This design comes from an exercise in tuning for small area, a short achievable clock period and few clock cycles per item on the open sky130 flow, not from production work.
In this exercise RTL edits were held to simulation tests only and were not proved equivalent to the original.

==> flow/design.v (outline; a module is shown in full before it is edited, if it fits) <==
// module wire_model: 389 lines
// module wm_mul_rt: 248 lines
// module wm_mul_g: 201 lines
// module wm_f: 157 lines
// module wm_mul_pw: 1022 lines
// module wm_mul_r: 1043 lines
// module wm_mul_q: 2233 lines
module wire_model (
    input  wire        clk,
    input  wire        rst,
    input  wire        req_valid,
    output wire        req_ready,
    input  wire [1:0]  req_op,       
    input  wire [2:0]  req_ch,
    input  wire [31:0] req_data,     
    input  wire [7:0]  t_die,        
    output wire        res_valid,
    output wire [2:0]  res_ch,
    output wire [39:0] res_temp,     
    output wire        res_warn,
    output wire        res_latch,
    output wire        res_trip
);
  // ...
==> flow/run.sh <==
#!/bin/bash
# synth_recipe.tcl (not shown) runs the flow's synth.tcl, then flattens the netlist and writes it again
# the make line also repeats each setting of config.mk as NAME=value (left out here)
make -C /OpenROAD-flow-scripts/flow DESIGN_CONFIG=/design/flow/config.mk WORK_HOME=/design/flow/orfs CLKGATE_MAP_FILE= SYNTH_SCRIPT=/design/flow/synth_recipe.tcl finish
==> flow/config.mk <==
export PLATFORM = sky130hd
export DESIGN_NAME = wire_model
export DESIGN_NICKNAME = wire_model
export VERILOG_FILES = /design/flow/design.v
export SDC_FILE = /design/flow/constraint.sdc
export NUM_CORES = 4
export LEC_CHECK = 0
export CAP_MARGIN = 20
export CORE_MARGIN = 2
export CORE_UTILIZATION = 40
export SLEW_MARGIN = 20
==> flow/constraint.sdc <==
create_clock -name core_clock -period 14.0 [get_ports {clk}]
set_input_delay 2.8000 -clock core_clock [delete_from_list [all_inputs] [get_ports {clk}]]
set_output_delay 2.8000 -clock core_clock [all_outputs]
set_load 0.01 [all_outputs]
==> results.sh, run 1 <==
export IMPL_num_multi_input_gates=15100
export IMPL_outcome="complete, no violations"
export IMPL_maxCapViolCount=0
export IMPL_worstSkewPairLatency_ns=0.99
export IMPL_met3_length_um=62100
export IMPL_instances_no_fill=25900
export IMPL_synth_largest_area_cell="edfxtp_1"
export IMPL_row_count=247
export IMPL_synth_cell_types=108
export IMPL_dpl_hpwl_um=445000
export IMPL_die_area_sq_um=460000
export IMPL_grt_pass1_vias=148000
export IMPL_final_period_utilization_pct=77.0
export IMPL_pre_cts_ws_ns=3.37
export IMPL_netlist_area_leader_share_pct=21.2
export IMPL_cp_startpoint="in_data[8]"
export IMPL_r2r_cells=41
export IMPL_hp_start="s1_code[1]"
export IMPL_largest_register_ffs=320
export IMPL_crit_end="kb_d3[17]"
export IMPL_max_freq_ghz=0.0927
export IMPL_areaGrowthSynthToFinish_pct=6.90
export IMPL_worstMarginPinSlew_ns=1.17
export IMPL_cp_top_family="compound AO/OA/AOI/OAI gates"
export IMPL_globalRoute_totalOverflow=0
export IMPL_root_buffer="clkbuf_16"
export IMPL_synthXorXnorAreaFrac_pct=2.61
export IMPL_setup_viol=0
export IMPL_inv_count=1815
export IMPL_synthAdderAreaFrac_pct=21.2
export IMPL_synthTopCellsByArea="edfxtp_1, fa_1, dfxtp_1, nand2_1, ha_1"
export IMPL_ys_seq_area_share_pct=29.5
export IMPL_final_nonclk_buf_share_pct=2.19
export IMPL_ys_ff_latch=2038
export IMPL_clockNetworkAreaShare_pct=3.71
export IMPL_antennaDiodeCount=23
export IMPL_initial_core_util_pct=40.2
export IMPL_n_all_buffers=533
export IMPL_cts_num_sinks=2038
Testbench counts, summed over its fixed seeds: cycles 37,262, items 24,000.
==> module wire_model, before the edit <==
module wire_model (
    input  wire        clk,
    input  wire        rst,
    input  wire        req_valid,
    output wire        req_ready,
    input  wire [1:0]  req_op,       
    input  wire [2:0]  req_ch,
    input  wire [31:0] req_data,     
    input  wire [7:0]  t_die,        
    output wire        res_valid,
    output wire [2:0]  res_ch,
    output wire [39:0] res_temp,     
    output wire        res_warn,
    output wire        res_latch,
    output wire        res_trip
);
    localparam OP_STEP  = 2'd0;
    localparam OP_WIRE  = 2'd1;
    localparam OP_CUST0 = 2'd2;
    localparam OP_CUST1 = 2'd3;
    localparam [36:0] K_RESET = 37'd87741027897;
    localparam [4:0]  E_RESET = 5'd13;
    reg [7:0]  cfg_trip  [0:7];
    reg [7:0]  cfg_rel   [0:7];
    reg [7:0]  cfg_amb   [0:7];
    reg        cfg_src   [0:7];
    reg [3:0]  cfg_code  [0:7];
    reg [15:0] cfg_rw20  [0:7];
    reg [7:0]  cfg_rth   [0:7];
    reg [9:0]  cfg_tau   [0:7];
    reg [36:0] cfg_k     [0:7];    
    reg [4:0]  cfg_e     [0:7];
    reg        cfg_kbusy [0:7];    
    reg [39:0] ch_temp   [0:7];
    reg        ch_latch  [0:7];
    reg        ch_init   [0:7];    
    reg        ch_pend   [0:7];    
    reg        in_valid;
    reg [1:0]  in_op;
    reg [2:0]  in_ch;
    reg [31:0] in_data;
    reg [7:0]  in_tdie;
    reg        p_valid;
    reg [2:0]  p_ch;
    reg        p_on;
    reg [23:0] p_i2;
    reg        p_cust;
    reg [24:0] p_g;         
    reg [7:0]  p_amb;
    reg [7:0]  p_trip;
    reg [7:0]  p_rel;
    reg [3:0]  p_code;
    reg        p_init;
    reg        p_pend;
    reg        s1_valid;
    reg [2:0]  s1_ch;
    reg        s1_on;
    reg [23:0] s1_i2;
    reg [24:0] s1_g;
    reg [7:0]  s1_amb;
    reg [7:0]  s1_trip;
    reg [7:0]  s1_rel;
    reg [3:0]  s1_code;
    reg        s1_init;
    reg        s1_pend;
    reg        s2_valid;
    reg [2:0]  s2_ch;
    reg        s2_on;
    reg [39:0] s2_t;
    reg [24:0] s2_f;
    reg [24:0] s2_p;
    reg [7:0]  s2_amb;
    reg [7:0]  s2_trip;
    reg [7:0]  s2_rel;
    reg [3:0]  s2_code;
    reg        s3_valid;
    reg [2:0]  s3_ch;
    reg        s3_on;
    reg [39:0] s3_t;
    reg [23:0] s3_tg;
    reg [7:0]  s3_trip;
    reg [7:0]  s3_rel;
    reg [36:0] s3_k;
    reg [4:0]  s3_e;
    reg        s4_valid;
    reg [2:0]  s4_ch;
    reg        s4_on;
    reg [39:0] s4_t;
    reg        s4_neg;
    reg [74:0] s4_q0;
    reg [74:0] s4_q1;
    reg [4:0]  s4_e;
    reg [7:0]  s4_trip;
    reg [7:0]  s4_rel;
    reg        s5_valid;
    reg [2:0]  s5_ch;
    reg        s5_on;
    reg [39:0] s5_t;
    reg [7:0]  s5_trip;
    reg [7:0]  s5_rel;
    reg        kb_busy;
    reg [2:0]  kb_ch;
    reg [3:0]  kb_cnt;
    reg [16:0] kb_d;
    reg [18:0] kb_d3;       
    reg [17:0] kb_rem;
    reg [39:0] kb_q;
    reg [4:0]  kb_e;
    wire [3:0]  c_code = cfg_code[in_ch];
    wire [15:0] c_rw20 = cfg_rw20[in_ch];
    wire [7:0]  c_rth  = cfg_rth[in_ch];
    wire [9:0]  c_tau  = cfg_tau[in_ch];
    wire        c_cust = (c_code == 4'd15);
    wire in_step  = in_valid && (in_op == OP_STEP);
    wire in_write = in_valid && (in_op != OP_STEP);
    wire tau_chg  = (in_data[9:0] != c_tau);
    wire in_busy = (p_valid && p_ch == in_ch) || (s1_valid && s1_ch == in_ch) ||
                   (s2_valid && s2_ch == in_ch);
    wire in_step_go  = in_step && !in_busy && !(c_cust && cfg_kbusy[in_ch]);
    wire in_write_go = in_write && !(in_op == OP_CUST1 && tau_chg && kb_busy);
    wire kb_start    = in_write && in_op == OP_CUST1 && tau_chg && !kb_busy;
    assign req_ready = !in_valid || in_step_go || in_write_go;
    wire accept = req_valid && req_ready;
    reg [24:0] t_g;
    always @(*) begin
        case (c_code)
            4'd1:    t_g = 25'd10083427;
            4'd2:    t_g = 25'd5884432;
            4'd3:    t_g = 25'd4159065;
            4'd4:    t_g = 25'd2429001;
            4'd5:    t_g = 25'd1211313;
            4'd6:    t_g = 25'd615051;
            4'd7:    t_g = 25'd338060;
            4'd8:    t_g = 25'd155725;
            4'd9:    t_g = 25'd79792;
            default: t_g = 25'd16488623;
        endcase
    end
    wire [15:0] cu_r = (c_rw20 == 16'd0) ? 16'd1 : c_rw20;
    wire [7:0]  cu_t = (c_rth == 8'd0) ? 8'd1 : c_rth;
    wire [23:0] cu_raw;
    wm_mul_rt u_rt (.a(cu_r), .b(cu_t), .p(cu_raw));
    wire [7:0]  c_trip_raw = cfg_trip[in_ch];
    wire [7:0]  c_rel_raw  = cfg_rel[in_ch];
    wire [7:0]  c_trip = (c_trip_raw < 8'd124) ? 8'd124 :
                         (c_trip_raw > 8'd214) ? 8'd214 : c_trip_raw;
    wire [7:0]  c_rel  = (c_rel_raw >= c_trip) ? c_trip - 8'd5 : c_rel_raw;
    wire [7:0]  c_amb  = cfg_src[in_ch] ? in_tdie : cfg_amb[in_ch];
    wire [9:0]  kb_tau  = (in_data[9:0] == 10'd0) ? 10'd1 : in_data[9:0];
    wire [16:0] kb_dn   = {kb_tau, 7'd0} - {6'd0, kb_tau, 1'd0} - {7'd0, kb_tau};   
    reg  [4:0]  kb_elen;
    reg  [16:0] kb_dnorm;
    integer b;
    always @(*) begin
        kb_elen = 5'd0;
        for (b = 0; b < 17; b = b + 1)
            if (kb_dn[b]) kb_elen = b[4:0] + 5'd1;
        kb_dnorm = kb_dn << (5'd17 - kb_elen);
    end
    reg [17:0] kb_r;
    reg [3:0]  kb_bits;
    reg [19:0] kb_x;
    integer j;
    always @(*) begin
        kb_r = kb_rem;
        for (j = 1; j >= 0; j = j - 1) begin
            kb_x = {kb_r, 2'b00};
            if (kb_x >= {1'b0, kb_d3}) begin
                kb_bits[2*j+1 -: 2] = 2'd3;
                kb_r = kb_x - {1'b0, kb_d3};
            end else if (kb_x >= {2'b0, kb_d, 1'b0}) begin
                kb_bits[2*j+1 -: 2] = 2'd2;
                kb_r = kb_x - {2'b0, kb_d, 1'b0};
            end else if (kb_x >= {3'b0, kb_d}) begin
                kb_bits[2*j+1 -: 2] = 2'd1;
                kb_r = kb_x - {3'b0, kb_d};
            end else begin
                kb_bits[2*j+1 -: 2] = 2'd0;
                kb_r = kb_x[17:0];
            end
        end
    end
    wire [39:0] kb_qn = {kb_q[35:0], kb_bits};
    wire [36:0] kb_k  = kb_qn[39:3] + 37'd1;
    wire [24:0] cu_g;
    wm_mul_g u_g (.x(p_g[23:0]), .g(cu_g));
    wire [24:0] pre_g = p_cust ? cu_g : p_g;
    wire [39:0] s1_tmem = ch_temp[s1_ch];
    wire [39:0] s1_t0   = (s1_init || (s1_pend && s1_tmem[39:32] < s1_amb)) ? {s1_amb, 32'd0} : s1_tmem;
    wire [24:0] f_val;
    wm_f u_f (.h(s1_t0[39:16]), .f(f_val));
    wire [24:0] p_val;
    wm_mul_pw u_pw (.g(s1_g), .i2(s1_i2), .pw(p_val));
    wire [26:0] tgt_sum;
    wm_mul_r u_r (.f(s2_f), .pw(s2_p), .a(s2_amb), .tgs(tgt_sum));
    wire [23:0] tgt = (tgt_sum[26:24] != 3'd0) ? 24'hFFFFFF : tgt_sum[23:0];
    reg [36:0] t_k;
    reg [4:0]  t_e;
    always @(*) begin
        case (s2_code)
            4'd1:    begin t_k = 37'd50211031002;  t_e = 5'd13; end
            4'd2:    begin t_k = 37'd17857585403;  t_e = 5'd13; end
            4'd3:    begin t_k = 37'd127478671668; t_e = 5'd14; end
            4'd4:    begin t_k = 37'd77018171641;  t_e = 5'd14; end
            4'd5:    begin t_k = 37'd26328305706;  t_e = 5'd14; end
            4'd6:    begin t_k = 37'd119909596664; t_e = 5'd15; end
            4'd7:    begin t_k = 37'd68439886637;  t_e = 5'd15; end
            4'd8:    begin t_k = 37'd19207990089;  t_e = 5'd15; end
            4'd9:    begin t_k = 37'd102753026655; t_e = 5'd16; end
            4'd15:   begin t_k = cfg_k[s2_ch];     t_e = cfg_e[s2_ch]; end
            default: begin t_k = 37'd87741027897;  t_e = 5'd13; end
        endcase
    end
    wire [40:0] d_pos  = {1'b0, s3_tg, 16'd0} - {1'b0, s3_t};
    wire [40:0] d_neg  = {1'b0, s3_t} - {1'b0, s3_tg, 16'd0};
    wire        d_sign = d_pos[40];
    wire [36:0] n_val  = d_sign ? d_neg[39:3] : d_pos[39:3];
    wire [74:0] q_v0, q_v1;
    wm_mul_q u_q (.k(s3_k), .n(n_val), .q0(q_v0), .q1(q_v1));
    wire [74:0] q_sum = s4_q0 + s4_q1;
    wire [30:0] q_hi  = q_sum[74:44];
    wire [30:0] q_val = q_hi >> (s4_e - 5'd7);
    wire [39:0] t_new = s4_neg ? s4_t - {9'd0, q_val} : s4_t + {9'd0, q_val};
    wire        new_hot   = s5_t[39:32] >= s5_trip;
    wire        new_warm  = s5_t[39:32] >= s5_rel;
    wire        new_cool  = (s5_t[39:32] < s5_rel) || (s5_t[39:32] == s5_rel && s5_t[31:0] == 32'd0);
    wire        new_latch = new_hot | (ch_latch[s5_ch] & ~new_cool);
    assign res_valid = s5_valid;
    assign res_ch    = s5_ch;
    assign res_temp  = s5_t;
    assign res_warn  = new_warm;
    assign res_latch = new_latch;
    assign res_trip  = new_hot & s5_on;
    integer i;
    always @(posedge clk) begin
        if (rst) begin
            in_valid  <= 1'b0;
            p_valid   <= 1'b0;
            s1_valid  <= 1'b0;
            s2_valid  <= 1'b0;
            s3_valid  <= 1'b0;
            s4_valid  <= 1'b0;
            s5_valid  <= 1'b0;
            kb_busy   <= 1'b0;
            for (i = 0; i < 8; i = i + 1) begin
                cfg_trip[i]  <= 8'd169;
                cfg_rel[i]   <= 8'd149;
                cfg_amb[i]   <= 8'd129;
                cfg_src[i]   <= 1'b1;
                cfg_code[i]  <= 4'd0;
                cfg_rw20[i]  <= 16'd52000;
                cfg_rth[i]   <= 8'd189;
                cfg_tau[i]   <= 10'd40;
                cfg_k[i]     <= K_RESET;
                cfg_e[i]     <= E_RESET;
                cfg_kbusy[i] <= 1'b0;
                ch_latch[i]  <= 1'b0;
                ch_init[i]   <= 1'b1;
                ch_pend[i]   <= 1'b0;
            end
        end else begin
            if (accept)
                in_valid <= 1'b1;
            else if (in_step_go || in_write_go)
                in_valid <= 1'b0;
            p_valid  <= in_step_go;
            s1_valid <= p_valid;
            s2_valid <= s1_valid;
            s3_valid <= s2_valid;
            s4_valid <= s3_valid;
            s5_valid <= s4_valid;
            if (in_write_go) begin
                case (in_op)
                    OP_WIRE: begin
                        cfg_trip[in_ch] <= in_data[31:24];
                        cfg_rel[in_ch]  <= in_data[23:16];
                        cfg_amb[in_ch]  <= in_data[15:8];
                        cfg_src[in_ch]  <= in_data[7];
                        cfg_code[in_ch] <= in_data[3:0];
                        if (in_data[3:0] != c_code)
                            ch_pend[in_ch] <= 1'b1;
                    end
                    OP_CUST0: begin
                        cfg_rw20[in_ch] <= in_data[31:16];
                        cfg_rth[in_ch]  <= in_data[7:0];
                        if (in_data[31:16] != c_rw20 || in_data[7:0] != c_rth)
                            ch_pend[in_ch] <= 1'b1;
                    end
                    default: begin
                        cfg_tau[in_ch] <= in_data[9:0];
                        if (tau_chg) begin
                            ch_pend[in_ch]   <= 1'b1;
                            cfg_kbusy[in_ch] <= 1'b1;
                        end
                    end
                endcase
            end
            if (in_step_go) begin
                ch_init[in_ch] <= 1'b0;
                ch_pend[in_ch] <= 1'b0;
            end
            if (kb_start)
                kb_busy <= 1'b1;
            else if (kb_busy && kb_cnt == 4'd9) begin
                kb_busy          <= 1'b0;
                cfg_kbusy[kb_ch] <= 1'b0;
                cfg_k[kb_ch]     <= kb_k;
                cfg_e[kb_ch]     <= kb_e;
            end
            if (s5_valid)
                ch_latch[s5_ch] <= new_latch;
        end
    end
    always @(posedge clk) begin
        if (accept) begin
            in_op   <= req_op;
            in_ch   <= req_ch;
            in_data <= req_data;
            in_tdie <= t_die;
        end
        if (kb_start) begin
            kb_ch  <= in_ch;
            kb_cnt <= 4'd0;
            kb_d   <= kb_dnorm;
            kb_d3  <= {2'b0, kb_dnorm} + {1'b0, kb_dnorm, 1'b0};
            kb_rem <= {1'b0, 17'h10000 - {1'b0, kb_dnorm[15:0]}};
            kb_e   <= kb_elen;
            kb_q   <= 40'd0;
        end else if (kb_busy) begin
            kb_rem <= kb_r;
            kb_q   <= kb_qn;
            kb_cnt <= kb_cnt + 4'd1;
        end
        p_ch    <= in_ch;
        p_on    <= in_data[31];
        p_i2    <= in_data[31] ? in_data[23:0] : 24'd0;
        p_cust  <= c_cust;
        p_g     <= c_cust ? {1'b0, cu_raw} : t_g;
        p_amb   <= c_amb;
        p_trip  <= c_trip;
        p_rel   <= c_rel;
        p_code  <= c_code;
        p_init  <= ch_init[in_ch];
        p_pend  <= ch_pend[in_ch];
        s1_ch    <= p_ch;
        s1_on    <= p_on;
        s1_i2    <= p_i2;
        s1_g     <= pre_g;
        s1_amb   <= p_amb;
        s1_trip  <= p_trip;
        s1_rel   <= p_rel;
        s1_code  <= p_code;
        s1_init  <= p_init;
        s1_pend  <= p_pend;
        s2_ch    <= s1_ch;
        s2_on    <= s1_on;
        s2_t     <= s1_t0;
        s2_f     <= f_val;
        s2_p     <= p_val;
        s2_amb   <= s1_amb;
        s2_trip  <= s1_trip;
        s2_rel   <= s1_rel;
        s2_code  <= s1_code;
        s3_ch    <= s2_ch;
        s3_on    <= s2_on;
        s3_t     <= s2_t;
        s3_tg    <= tgt;
        s3_trip  <= s2_trip;
        s3_rel   <= s2_rel;
        s3_k     <= t_k;
        s3_e     <= t_e;
        s4_ch    <= s3_ch;
        s4_on    <= s3_on;
        s4_t     <= s3_t;
        s4_neg   <= d_sign;
        s4_q0    <= q_v0;
        s4_q1    <= q_v1;
        s4_e     <= s3_e;
        s4_trip  <= s3_trip;
        s4_rel   <= s3_rel;
        if (s4_valid && !rst)
            ch_temp[s4_ch] <= t_new;
        s5_ch    <= s4_ch;
        s5_on    <= s4_on;
        s5_t     <= t_new;
        s5_trip  <= s4_trip;
        s5_rel   <= s4_rel;
    end
endmodule
==> run 2: changes to the inputs <==
--- a/flow/design.v
+++ b/flow/design.v
@@ -33,2 +33,6 @@
     reg        cfg_kbusy [0:7];    
+    reg        cfg_wdef  [0:7];    
+    reg        cfg_c0def [0:7];    
+    reg        cfg_c1def [0:7];    
+    reg        cfg_kdef  [0:7];    
     reg [39:0] ch_temp   [0:7];
@@ -54,2 +58,3 @@
     reg        p_pend;
+    reg [39:0] s1_tmem;     
     reg        s1_valid;
@@ -108,6 +113,8 @@
     reg [4:0]  kb_e;
-    wire [3:0]  c_code = cfg_code[in_ch];
-    wire [15:0] c_rw20 = cfg_rw20[in_ch];
-    wire [7:0]  c_rth  = cfg_rth[in_ch];
-    wire [9:0]  c_tau  = cfg_tau[in_ch];
+    wire        c_wdef  = cfg_wdef[in_ch];
+    wire        c_c0def = cfg_c0def[in_ch];
+    wire [3:0]  c_code = c_wdef  ? 4'd0      : cfg_code[in_ch];
+    wire [15:0] c_rw20 = c_c0def ? 16'd52000 : cfg_rw20[in_ch];
+    wire [7:0]  c_rth  = c_c0def ? 8'd189    : cfg_rth[in_ch];
+    wire [9:0]  c_tau  = cfg_c1def[in_ch] ? 10'd40 : cfg_tau[in_ch];
     wire        c_cust = (c_code == 4'd15);
@@ -142,4 +149,4 @@
     wm_mul_rt u_rt (.a(cu_r), .b(cu_t), .p(cu_raw));
-    wire [7:0]  c_trip_raw = cfg_trip[in_ch];
-    wire [7:0]  c_rel_raw  = cfg_rel[in_ch];
+    wire [7:0]  c_trip_raw = c_wdef ? 8'd169 : cfg_trip[in_ch];
+    wire [7:0]  c_rel_raw  = c_wdef ? 8'd149 : cfg_rel[in_ch];
     wire [7:0]  c_trip = (c_trip_raw < 8'd124) ? 8'd124 :
@@ -147,3 +154,3 @@
     wire [7:0]  c_rel  = (c_rel_raw >= c_trip) ? c_trip - 8'd5 : c_rel_raw;
-    wire [7:0]  c_amb  = cfg_src[in_ch] ? in_tdie : cfg_amb[in_ch];
+    wire [7:0]  c_amb  = (c_wdef || cfg_src[in_ch]) ? in_tdie : cfg_amb[in_ch];
     wire [9:0]  kb_tau  = (in_data[9:0] == 10'd0) ? 10'd1 : in_data[9:0];
@@ -187,3 +194,2 @@
     wire [24:0] pre_g = p_cust ? cu_g : p_g;
-    wire [39:0] s1_tmem = ch_temp[s1_ch];
     wire [39:0] s1_t0   = (s1_init || (s1_pend && s1_tmem[39:32] < s1_amb)) ? {s1_amb, 32'd0} : s1_tmem;
@@ -209,3 +215,6 @@
             4'd9:    begin t_k = 37'd102753026655; t_e = 5'd16; end
-            4'd15:   begin t_k = cfg_k[s2_ch];     t_e = cfg_e[s2_ch]; end
+            4'd15:   begin
+                t_k = cfg_kdef[s2_ch] ? K_RESET : cfg_k[s2_ch];
+                t_e = cfg_kdef[s2_ch] ? E_RESET : cfg_e[s2_ch];
+            end
             default: begin t_k = 37'd87741027897;  t_e = 5'd13; end
@@ -245,12 +254,6 @@
             for (i = 0; i < 8; i = i + 1) begin
-                cfg_trip[i]  <= 8'd169;
-                cfg_rel[i]   <= 8'd149;
-                cfg_amb[i]   <= 8'd129;
-                cfg_src[i]   <= 1'b1;
-                cfg_code[i]  <= 4'd0;
-                cfg_rw20[i]  <= 16'd52000;
-                cfg_rth[i]   <= 8'd189;
-                cfg_tau[i]   <= 10'd40;
-                cfg_k[i]     <= K_RESET;
-                cfg_e[i]     <= E_RESET;
+                cfg_wdef[i]  <= 1'b1;
+                cfg_c0def[i] <= 1'b1;
+                cfg_c1def[i] <= 1'b1;
+                cfg_kdef[i]  <= 1'b1;
                 cfg_kbusy[i] <= 1'b0;
@@ -274,7 +277,3 @@
                     OP_WIRE: begin
-                        cfg_trip[in_ch] <= in_data[31:24];
-                        cfg_rel[in_ch]  <= in_data[23:16];
-                        cfg_amb[in_ch]  <= in_data[15:8];
-                        cfg_src[in_ch]  <= in_data[7];
-                        cfg_code[in_ch] <= in_data[3:0];
+                        cfg_wdef[in_ch] <= 1'b0;
                         if (in_data[3:0] != c_code)
@@ -283,4 +282,3 @@
                     OP_CUST0: begin
-                        cfg_rw20[in_ch] <= in_data[31:16];
-                        cfg_rth[in_ch]  <= in_data[7:0];
+                        cfg_c0def[in_ch] <= 1'b0;
                         if (in_data[31:16] != c_rw20 || in_data[7:0] != c_rth)
@@ -289,3 +287,3 @@
                     default: begin
-                        cfg_tau[in_ch] <= in_data[9:0];
+                        cfg_c1def[in_ch] <= 1'b0;
                         if (tau_chg) begin
@@ -306,4 +304,3 @@
                 cfg_kbusy[kb_ch] <= 1'b0;
-                cfg_k[kb_ch]     <= kb_k;
-                cfg_e[kb_ch]     <= kb_e;
+                cfg_kdef[kb_ch]  <= 1'b0;
             end
@@ -314,2 +311,23 @@
     always @(posedge clk) begin
+        if (in_write_go) begin
+            case (in_op)
+                OP_WIRE: begin
+                    cfg_trip[in_ch] <= in_data[31:24];
+                    cfg_rel[in_ch]  <= in_data[23:16];
+                    cfg_amb[in_ch]  <= in_data[15:8];
+                    cfg_src[in_ch]  <= in_data[7];
+                    cfg_code[in_ch] <= in_data[3:0];
+                end
+                OP_CUST0: begin
+                    cfg_rw20[in_ch] <= in_data[31:16];
+                    cfg_rth[in_ch]  <= in_data[7:0];
+                end
+                default:
+                    cfg_tau[in_ch] <= in_data[9:0];
+            endcase
+        end
+        if (kb_busy && kb_cnt == 4'd9) begin
+            cfg_k[kb_ch] <= kb_k;
+            cfg_e[kb_ch] <= kb_e;
+        end
         if (accept) begin
@@ -322,5 +340,3 @@
             kb_ch  <= in_ch;
-            kb_cnt <= 4'd0;
             kb_d   <= kb_dnorm;
-            kb_d3  <= {2'b0, kb_dnorm} + {1'b0, kb_dnorm, 1'b0};
             kb_rem <= {1'b0, 17'h10000 - {1'b0, kb_dnorm[15:0]}};
@@ -328,2 +344,6 @@
             kb_q   <= 40'd0;
+            kb_cnt <= 4'd15;
+        end else if (kb_busy && kb_cnt == 4'd15) begin
+            kb_d3  <= {2'b0, kb_d} + {1'b0, kb_d, 1'b0};
+            kb_cnt <= 4'd0;
         end else if (kb_busy) begin
@@ -344,2 +364,3 @@
         p_pend  <= ch_pend[in_ch];
+        s1_tmem  <= (s4_valid && s4_ch == p_ch) ? t_new : ch_temp[p_ch];
         s1_ch    <= p_ch;
--- a/flow/config.mk
+++ b/flow/config.mk
@@ -7,5 +7,7 @@
 export LEC_CHECK = 0
+export ABC_AREA = 1
 export CAP_MARGIN = 20
 export CORE_MARGIN = 2
-export CORE_UTILIZATION = 40
+export CORE_UTILIZATION = 35
+export SETUP_SLACK_MARGIN = 5
 export SLEW_MARGIN = 20
==> results.sh, run 2 <==
export IMPL_cts_tree="done"
export IMPL_reg_largest_list="ch_temp x320, cfg_k x296, cfg_rw20 x128"
export IMPL_post_route_min_period_ns=8.79
export IMPL_crit_end="s4_q1[41]"
export IMPL_cts_num_sinks=2111
export IMPL_grt_usage_pct=22.9
export IMPL_io_pins=96
export IMPL_ant_nets=0
export IMPL_postSynthAreaPerCell_sq_um=8.90
export IMPL_final_period_utilization_pct=62.8
export IMPL_crit_slowest_cell="buf_4"
export IMPL_num_fill_cells=46600
export IMPL_min_path_type="flop to flop"
export IMPL_root_buffer="clkbuf_16"
export IMPL_critPathMostFrequentCell="inv_1"
export IMPL_crit_type="flop to flop"
export IMPL_vias=133000
export IMPL_tns_ns=0
export IMPL_nets=20200
export IMPL_synth_ff_type="edfxtp_1"
export IMPL_final_max_slew_viol_count=0
export IMPL_setup_viol=0
export IMPL_maxCapViolCount=0
export IMPL_slew_headroom_pct=21.9
export IMPL_port_buffer_count=95
export IMPL_r2r_end="s4_q1[41]"
export IMPL_rsz0062_at_grt="yes"
export IMPL_synth_cell_types=88
export IMPL_worstPathRequired_ns=14.83
export IMPL_netlist_top_cells_count="inv_1, nand2_1, xor2_1, o22ai_1, nor2_1"
export IMPL_clk_pin_slew_worst_paths_ns=0.08
export IMPL_regMostFlops="ch_temp"
export IMPL_initial_core_util_pct=35.2
export IMPL_dp_cells=24000
export IMPL_first_iter_violations=14700
export IMPL_hold_buffers=0
export IMPL_die_y_um=687
export IMPL_multi_input_area_sq_um=94300
export IMPL_worstSkewPairLatency_ns=0.99
export IMPL_final_common_cell="inv_1"
export IMPL_ys_seq_area_share_pct=33.8
export IMPL_largest_register_ffs=320
export IMPL_htreeDepth=4
export IMPL_place_congestion=0.964
export IMPL_cts_max_path_buffers=4
export IMPL_r2r_cells=29
export IMPL_syn_area_sq_um=163000
export IMPL_instances_no_fill=24400
export IMPL_cts_inserted_buffers=232
export IMPL_syn_nets=20500
export IMPL_r2r_slack_ns=5.21
export IMPL_synthTopCellsByArea="edfxtp_1, fa_1, dfxtp_1, xor2_1, inv_1"
export IMPL_grt_pass1_wl_um=831000
export IMPL_globalRoute_totalOverflow=0
export IMPL_chipWidth_um=687
export IMPL_first_pass_iters=7
export IMPL_rr_startpoint="s3_t[25]"
export IMPL_routed_via_density=5.44
export IMPL_antenna_found_initial=19
export IMPL_finClkSkew_ns=0.106
export IMPL_slowest_delay_ns=0.66
export IMPL_synth_cells=18400
export IMPL_synth_most_common_cell="inv_1"
export IMPL_synth_largest_area_cell="edfxtp_1"
export IMPL_cp_start_kind="flop"
export IMPL_drive_gt1_share_pct=5.79
export IMPL_grt_max_degree=165
export IMPL_outcome="complete, no violations"
export IMPL_grt_pass1_vias=131000
export IMPL_row_count=250
export IMPL_hold_viol=0
export IMPL_netlist_area_leader_share_pct=23.7
export IMPL_die_area_sq_um=472000
export IMPL_synth_edf_count=1290
export IMPL_final_cell_mix="inv_1, nand2_1, xor2_1"
export IMPL_path_max_fanout=37
export IMPL_worstMarginPinSlew_ns=1.17
export IMPL_drc=0
export IMPL_areaGrowthSynthToFinish_pct=9.47
export IMPL_endpoint_kind="flop"
export IMPL_cp_startpoint="s3_t[25]"
export IMPL_regArea_sq_um=55200
export IMPL_cp_data_arrival_time_ns=9.62
export IMPL_ys_ff_latch=2111
export IMPL_drt_wl_total_um=555000
export IMPL_max_freq_ghz=0.114
export IMPL_yosys_warnings=1
export IMPL_core_area_sq_um=464000
export IMPL_wl_per_cell_um=22.7
export IMPL_synth_async_reset_ratio_pct=0
export IMPL_dpl_hpwl_um=385000
-- run 2: timing repair --
action,CTS,global route
resized for setup,2,4
setup buffers,0,9
pin swaps,1,0
cloned,1,0
endpoints found under the setup margin,22,39
-- run 2: metrics by stage --
step                      instance area, sq um  setup slack, ns  hold WS, ns  util [%]
after floorplan                         163000             7.07        0.310         -
after global placement                  171000             4.81        0.310      36.8
final                                   179000             5.21        0.232      38.5
after detailed placement                171000             4.79        0.312      36.8
after CTS                               179000             5.07        0.242      38.5
after global routing                    179000             4.99        0.247      38.5
-- run 2: layout make-up --
cell class,instances,share of cell area [%]
multi-input combinational,12500,52.7
clock inverter,105,0.564
tap,6174,4.32
clock buffer,329,3.73
inverter,2802,5.89
antenna,9,0.0126
sequential,2111,30.9
timing repair buffer,420,1.93
-- run 2: how the worst min path moves through the flow --
stage	start	to	cells after the start
2_1_floorplan	p_amb[0]	s1_amb[0]	0
3_3_place_gp	s1_trip[1]	s2_trip[1]	0
3_5_place_dp	s2_t[15]	s3_t[15]	0
4_1_cts	s3_ch[1]	s4_ch[1]	0
5_1_grt	s3_ch[1]	s4_ch[1]	0
6_report	s3_ch[1]	s4_ch[1]	0
-- run 2: critical path: cells and delay by family (launching register included) --
| kind | cells | cell delay [ns] |
|---|---|---|
| AOI/OAI and AO/OA | 8 | 1.73 |
| xor gates and xnor gates | 2 | 0.58 |
| adders and majority gates | 7 | 3.09 |
| buffers and inverters | 10 | 2.23 |
| DFF | 1 | 0.36 |
| and+or+nand+nor | 2 | 0.56 |
-- run 2: cells by family after synthesis --
kind of cell	synth area share [%]
AND/OR/NAND/NOR	12.1
AO/OA/AOI/OAI	13.8
buffers and inverters	8.92
flip-flops	33.8
adder cells (fa/ha/maj)	21.9
XOR/XNOR	9.40
multiplexers	0.160
-- run 2: routing by layer --
| metal | part of all wire, % | vias up | track usage (%) | routed length, um |
|---|---|---|---|---|
| met2 | 44 | 6563 | 35.6 | 243000 |
| met3 | 9.7 | 1375 | 4.95 | 53700 |
| li1 | - | 60200 | - | - |
| met4 | 4.7 | 14 | 9.45 | 26100 |
| met1 | 42 | 64700 | 30.8 | 232000 |
| met5 | 0.020 | - | 0 | 111 |
Testbench counts of run 2, summed over its fixed seeds: cycles 37,323, items 24,000.
==> run 3: changes to the inputs <==
--- a/flow/config.mk
+++ b/flow/config.mk
@@ -10,3 +10,3 @@
 export CORE_MARGIN = 2
-export CORE_UTILIZATION = 35
+export CORE_UTILIZATION = 40
 export SETUP_SLACK_MARGIN = 5
==> results.sh, run 3 <==
export IMPL_grt_max_degree=120
export IMPL_tns_ns=0
export IMPL_crit_slowest_cell="clkdlybuf4s50_1"
export IMPL_postSynthAreaPerCell_sq_um=8.90
export IMPL_regMostFlops="ch_temp"
export IMPL_cts_max_path_buffers=4
export IMPL_final_cell_mix="inv_1, nand2_1, xor2_1"
export IMPL_synth_async_reset_ratio_pct=0
export IMPL_grt_pass1_vias=130000
export IMPL_post_route_min_period_ns=8.74
export IMPL_synth_largest_area_cell="edfxtp_1"
export IMPL_min_path_type="flop to flop"
export IMPL_synth_cell_types=88
export IMPL_setup_viol=0
export IMPL_ys_seq_area_share_pct=33.8
export IMPL_netlist_area_leader_share_pct=23.7
export IMPL_dpl_hpwl_um=388000
export IMPL_row_count=234
export IMPL_htreeDepth=4
export IMPL_drive_gt1_share_pct=5.74
export IMPL_drc=0
export IMPL_multi_input_area_sq_um=94300
export IMPL_rsz0062_at_grt="yes"
export IMPL_ant_nets=0
export IMPL_syn_nets=20500
export IMPL_grt_usage_pct=26.2
export IMPL_maxCapViolCount=0
export IMPL_synth_most_common_cell="inv_1"
export IMPL_root_buffer="clkbuf_16"
export IMPL_reg_largest_list="ch_temp x320, cfg_k x296, cfg_rw20 x128"
export IMPL_worstMarginPinSlew_ns=1.34
export IMPL_hold_depth=0
export IMPL_syn_area_sq_um=163000
export IMPL_wl_per_cell_um=23.6
export IMPL_netlist_top_cells_count="inv_1, nand2_1, xor2_1, o22ai_1, nor2_1"
export IMPL_cp_data_arrival_time_ns=5.94
export IMPL_grt_pass1_wl_um=831000
export IMPL_synth_edf_count=1290
export IMPL_final_common_cell="inv_1"
export IMPL_clk_pin_slew_worst_paths_ns=0.06
export IMPL_path_max_fanout=119
export IMPL_yosys_warnings=1
export IMPL_outcome="complete, no violations"
export IMPL_r2r_cells=27
export IMPL_final_max_slew_viol_count=0
export IMPL_place_congestion=0.967
export IMPL_synthTopCellsByArea="edfxtp_1, fa_1, dfxtp_1, xor2_1, inv_1"
export IMPL_areaGrowthSynthToFinish_pct=8.90
export IMPL_port_buffer_count=95
export IMPL_critPathMostFrequentCell="inv_1"
export IMPL_antenna_found_initial=18
export IMPL_slowest_delay_ns=0.54
export IMPL_drt_wl_total_um=557000
export IMPL_first_pass_iters=8
export IMPL_endpoint_kind="primary output"
export IMPL_worstPathRequired_ns=11.20
export IMPL_die_area_sq_um=414000
export IMPL_die_y_um=643
export IMPL_io_pins=96
export IMPL_first_iter_violations=14200
export IMPL_finClkSkew_ns=0.0766
export IMPL_chipWidth_um=643
export IMPL_initial_core_util_pct=40.2
export IMPL_num_fill_cells=39700
export IMPL_cts_inserted_buffers=231
export IMPL_core_area_sq_um=406000
export IMPL_hold_viol=0
export IMPL_final_period_utilization_pct=62.4
export IMPL_synth_cells=18400
export IMPL_nets=20100
export IMPL_synth_ff_type="edfxtp_1"
export IMPL_slew_headroom_pct=9.06
export IMPL_routed_via_density=5.59
export IMPL_vias=132000
export IMPL_regArea_sq_um=55200
export IMPL_hold_ws_ns=0.291
export IMPL_worstSkewPairLatency_ns=0.96
export IMPL_cp_start_kind="flop"
export IMPL_crit_type="flop to primary output"
export IMPL_max_freq_ghz=0.114
export IMPL_ys_ff_latch=2111
export IMPL_largest_register_ffs=320
export IMPL_cts_tree="done"
export IMPL_crit_chain="inv_12 > buf_8 > nand2_1 > a221oi_1 > or2_2 > nand2_1 > inv_1 > ha_1 > inv_1 > nor3_2 > buf_4 > o211ai_1 > nand2_2 > inv_1 > nor3_1 > inv_1 > clkdlybuf4s50_1"
export IMPL_cts_num_sinks=2111
export IMPL_globalRoute_totalOverflow=0
run 3: cell counts after synthesis:
No cell type changed its count.
run 3: layout make-up:
cell class / count / area share [%]
tap: 5428 / 3.82
antenna: 8 / 0.0112
clock inverter: 132 / 0.776
timing repair buffer: 392 / 1.86
inverter: 2802 / 5.92
sequential: 2111 / 31.0
clock buffer: 302 / 3.61
multi-input combinational: 12500 / 53.0
run 3: per-stage QoR:
stage	setup WS [ns]	std cells	instance area, sq um	util (%)
6_report	5.26	23600	178000	43.8
5_1_grt	4.87	23600	178000	43.8
4_1_cts	5.01	23600	178000	43.8
3_5_place_dp	5.03	23200	170000	41.8
3_3_place_gp	5.18	23200	170000	41.8
2_1_floorplan	7.07	18400	163000	-
run 3: path summary, 6_finish.rpt:
check	start	endpoint	slack, ns
min	s2_t[17]	s3_t[17]	0.29
min reg2reg	s2_t[17]	s3_t[17]	0.29
max reg2reg	s3_t[27]	s4_q1[40]	5.35
max	flop	req_ready	5.26
run 3: worst max-delay path: cells and delay by family (launching register included):
kind / cells / cell delay, ns
AOI/OAI and AO/OA: 2 / 0.44
adders and majority gates: 1 / 0.22
buffers and inverters: 8 / 2.41
DFF: 1 / 0.47
and+or+nand+nor: 6 / 1.33
run 3: cell families after synthesis:
kind of cell,Yosys count,synth area share (%)
fa+ha+maj,2073,21.9
simple gates,4738,12.1
mux,25,0.160
buf+inv,3781,8.92
compound gates,3884,13.8
xor+xnor,1743,9.40
flops,2111,33.8
run 3: routing by layer:
layer	share of wire, %	wire, um	vias up	GRT usage (%)
met1	42	233000	64500	35.2
met3	9.2	51500	1342	5.59
met2	44	243000	6280	40.6
met4	5.4	30000	10	11.9
met5	0.012	68	-	0
li1	-	-	60100	-
run 3: repair_timing:
item,in CTS,in global routing
buffers inserted,2,0
pin swaps,1,0
hold buffers,0,0
endpoints found under the setup margin,2,45
gates resized for setup,7,13
cloned,2,0
==> run 4: changes to the inputs <==
--- a/flow/config.mk
+++ b/flow/config.mk
@@ -10,3 +10,3 @@
 export CORE_MARGIN = 2
-export CORE_UTILIZATION = 40
+export CORE_UTILIZATION = 50
 export SETUP_SLACK_MARGIN = 5
==> results.sh, run 4 <==
export IMPL_synth_cell_types=88
export IMPL_postSynthAreaPerCell_sq_um=8.90
export IMPL_ys_seq_area_share_pct=33.8
export IMPL_synth_largest_area_cell="edfxtp_1"
export IMPL_netlist_area_leader_share_pct=23.7
export IMPL_synth_most_common_cell="inv_1"
export IMPL_r2r_slack_ns=5.36
export IMPL_globalRoute_totalOverflow=0
export IMPL_maxCapViolCount=0
export IMPL_place_congestion=0.977
export IMPL_synth_edf_count=1290
export IMPL_initial_core_util_pct=50.3
export IMPL_grt_usage_pct=33.0
export IMPL_grt_max_degree=98
export IMPL_r2r_end="s4_q1[40]"
export IMPL_synthTopCellsByArea="edfxtp_1, fa_1, dfxtp_1, xor2_1, inv_1"
export IMPL_worstPathRequired_ns=14.76
export IMPL_areaGrowthSynthToFinish_pct=8.13
export IMPL_max_freq_ghz=0.116
export IMPL_vias=133000
export IMPL_r2r_cells=28
export IMPL_regArea_sq_um=55200
export IMPL_port_buffer_count=95
export IMPL_die_area_sq_um=331000
export IMPL_rr_startpoint="s3_t[18]"
export IMPL_num_fill_cells=30000
export IMPL_drc=0
export IMPL_wl_per_cell_um=24.7
export IMPL_synth_ff_type="edfxtp_1"
export IMPL_synthMuxAreaShare_pct=0.160
export IMPL_slew_headroom_pct=16.2
export IMPL_htreeDepth=4
export IMPL_synthAdderAreaFrac_pct=21.9
export IMPL_synth_async_reset_ratio_pct=0
export IMPL_cts_num_sinks=2111
export IMPL_final_cell_mix="inv_1, nand2_1, xor2_1"
export IMPL_final_period_utilization_pct=61.7
export IMPL_die_y_um=576
export IMPL_antenna_found_initial=11
export IMPL_finClkSkew_ns=0.0843
export IMPL_whs_endpoint="s3_t[4]"
export IMPL_first_iter_violations=15000
export IMPL_multi_input_area_sq_um=94300
export IMPL_cts_max_path_buffers=4
export IMPL_row_count=209
export IMPL_dpl_hpwl_um=387000
export IMPL_io_pins=96
export IMPL_worstMarginPinSlew_ns=1.25
export IMPL_setup_viol=0
export IMPL_setup_ws_ns=5.36
export IMPL_crit_slowest_cell="xor2_4"
export IMPL_synth_cells=18400
export IMPL_ant_nets=0
export IMPL_outcome="complete, no violations"
export IMPL_critPathMostFrequentCell="fa_1"
export IMPL_worstSkewPairLatency_ns=0.93
export IMPL_final_max_slew_viol_count=0
export IMPL_syn_area_sq_um=163000
export IMPL_syn_nets=20500
export IMPL_hold_viol=0
export IMPL_grt_pass1_vias=129000
export IMPL_cp_start_kind="flop"
export IMPL_synth_compound_area_share_pct=13.8
export IMPL_chipWidth_um=576
export IMPL_clk_pin_slew_worst_paths_ns=0.07
export IMPL_crit_type="flop to flop"
export IMPL_instances_no_fill=22600
export IMPL_path_max_fanout=38
export IMPL_post_route_min_period_ns=8.64
export IMPL_drt_wl_total_um=557000
export IMPL_yosys_warnings=1
export IMPL_rsz0062_at_grt="no"
export IMPL_netlist_top_cells_count="inv_1, nand2_1, xor2_1, o22ai_1, nor2_1"
export IMPL_cp_data_arrival_time_ns=9.40
export IMPL_synthXorXnorAreaFrac_pct=9.40
export IMPL_drive_gt1_share_pct=5.79
export IMPL_endpoint_kind="flop"
export IMPL_hp_start="s2_t[4]"
export IMPL_tns_ns=0
export IMPL_synth_top_family_by_area="adder cells"
export IMPL_synth_simple_area_share_pct=12.1
export IMPL_min_path_type="flop to flop"
export IMPL_regMostFlops="ch_temp"
export IMPL_core_area_sq_um=325000
export IMPL_dp_cells=22100
export IMPL_final_common_cell="inv_1"
export IMPL_hold_depth=0
export IMPL_cts_setup_buffers=0
export IMPL_largest_register_ffs=320
export IMPL_root_buffer="clkbuf_16"
export IMPL_hold_ws_ns=0.303
export IMPL_grt_pass1_wl_um=830000
export IMPL_routed_via_density=5.88
export IMPL_pre_cts_ws_ns=5.06
export IMPL_slowest_delay_ns=0.65
export IMPL_nets=20100
export IMPL_first_pass_iters=9
export IMPL_cts_inserted_buffers=230
export IMPL_reg_largest_list="ch_temp x320, cfg_k x296, cfg_rw20 x128"
export IMPL_ys_ff_latch=2111
export IMPL_cts_tree="done"
==> run 4: logic make-up (layout without fill, tap and decap cells) <==
kind of cell / after synthesis / count (layout)
AO/OA/AOI/OAI: 3884 / 3884
XOR/XNOR: 1743 / 1743
adder cells (fa/ha/maj): 2073 / 2073
buffers and inverters: 3781 / 3649
flip-flops: 2111 / 2111
multiplexers: 25 / 25
other: 0 / 4
AND/OR/NAND/NOR: 4738 / 4739
==> run 4: worst max-delay path by stage <==
stage | startpoint | end | slack, ns
global placement | s3_t[27] | s4_q1[46] | 5.13
finish | s3_t[18] | s4_q1[40] | 5.36
detailed placement | s3_t[27] | s4_q1[46] | 5.06
CTS | s3_t[27] | s4_q1[46] | 5.07
global route | s4_q1[36] | s1_tmem[30] | 5.03
floorplan | s1_i2[15] | s2_p[10] | 7.07
==> run 4: layout make-up <==
type | count | area share (%)
Inverter | 2802 | 5.97
Tap cell | 4325 | 3.06
Clock buffer | 311 | 3.70
Multi-Input combinational cell | 12500 | 53.4
Antenna cell | 4 | 0.00566
Timing Repair Buffer | 414 | 1.92
Clock inverter | 122 | 0.735
Sequential cell | 2111 | 31.2
==> run 4: what timing repair did <==
item / CTS / global route
hold buffers: 0 / 0
gates cloned: 0 / 1
resized for setup: 9 / 17
setup endpoints to repair: 1 / 101
pin swaps: 0 / 1
==> run 4: through the flow <==
step / area, sq um / utilization [%]
4_1_cts: 177000 / 54.4
6_report: 177000 / 54.4
2_1_floorplan: 163000 / -
3_3_place_gp: 169000 / 51.9
5_1_grt: 177000 / 54.4
3_5_place_dp: 169000 / 51.9
==> run 4: critical path: cells and delay by family (launching register included) <==
kind,cells,cell delay (ns)
adders and majority gates,7,3.26
xor gates and xnor gates,2,0.85
and+or+nand+nor,9,1.83
AOI/OAI and AO/OA,1,0.18
DFF,1,0.35
buffers and inverters,9,1.99
==> run 4: metal layers <==
layer / wire length (um) / global-route usage (%) / vias up
li1: - / - / 60200
met1: 232000 / 45.3 / 64400
met2: 239000 / 49.9 / 6744
met4: 26900 / 13.4 / 10
met3: 58700 / 8.31 / 1316
met5: 63 / 0 / -

what the ideal ports hide:
Ports are ideal in the flow. The routed layouts listed here were re-timed in OpenROAD. Step 1 assumes that a clkbuf_16 drives the clock port and a buf_2 every other input. Step 2 adds t to the input delays and takes it off the output delays; t is the mean of the earliest and latest rising clock arrival at the registers after step 1. Input paths then give back, and output paths get back, about the clock's delay inside the block. Three values: no drivers, after step 1, after step 2; two values: the first two.
run | t (ns) | slack for setup (ns) | hold WS [ns] | cell pins on the clock port's net
run 1 | 1.048 | 3.217 / 3.217 / 3.217 | 0.280 / 0.280 / 0.280 | 1
run 2 | 1.068 | 5.215 / 5.215 / 5.215 | 0.232 / 0.232 / 0.232 | 1
run 3 | 1.043 | 5.262 / 5.146 / 5.355 | 0.291 / 0.291 / 0.291 | 1
run 4 | 0.996 | 5.364 / 5.364 / 5.364 | 0.303 / 0.303 / 0.303 | 1
After both steps every run listed still meets setup and hold.
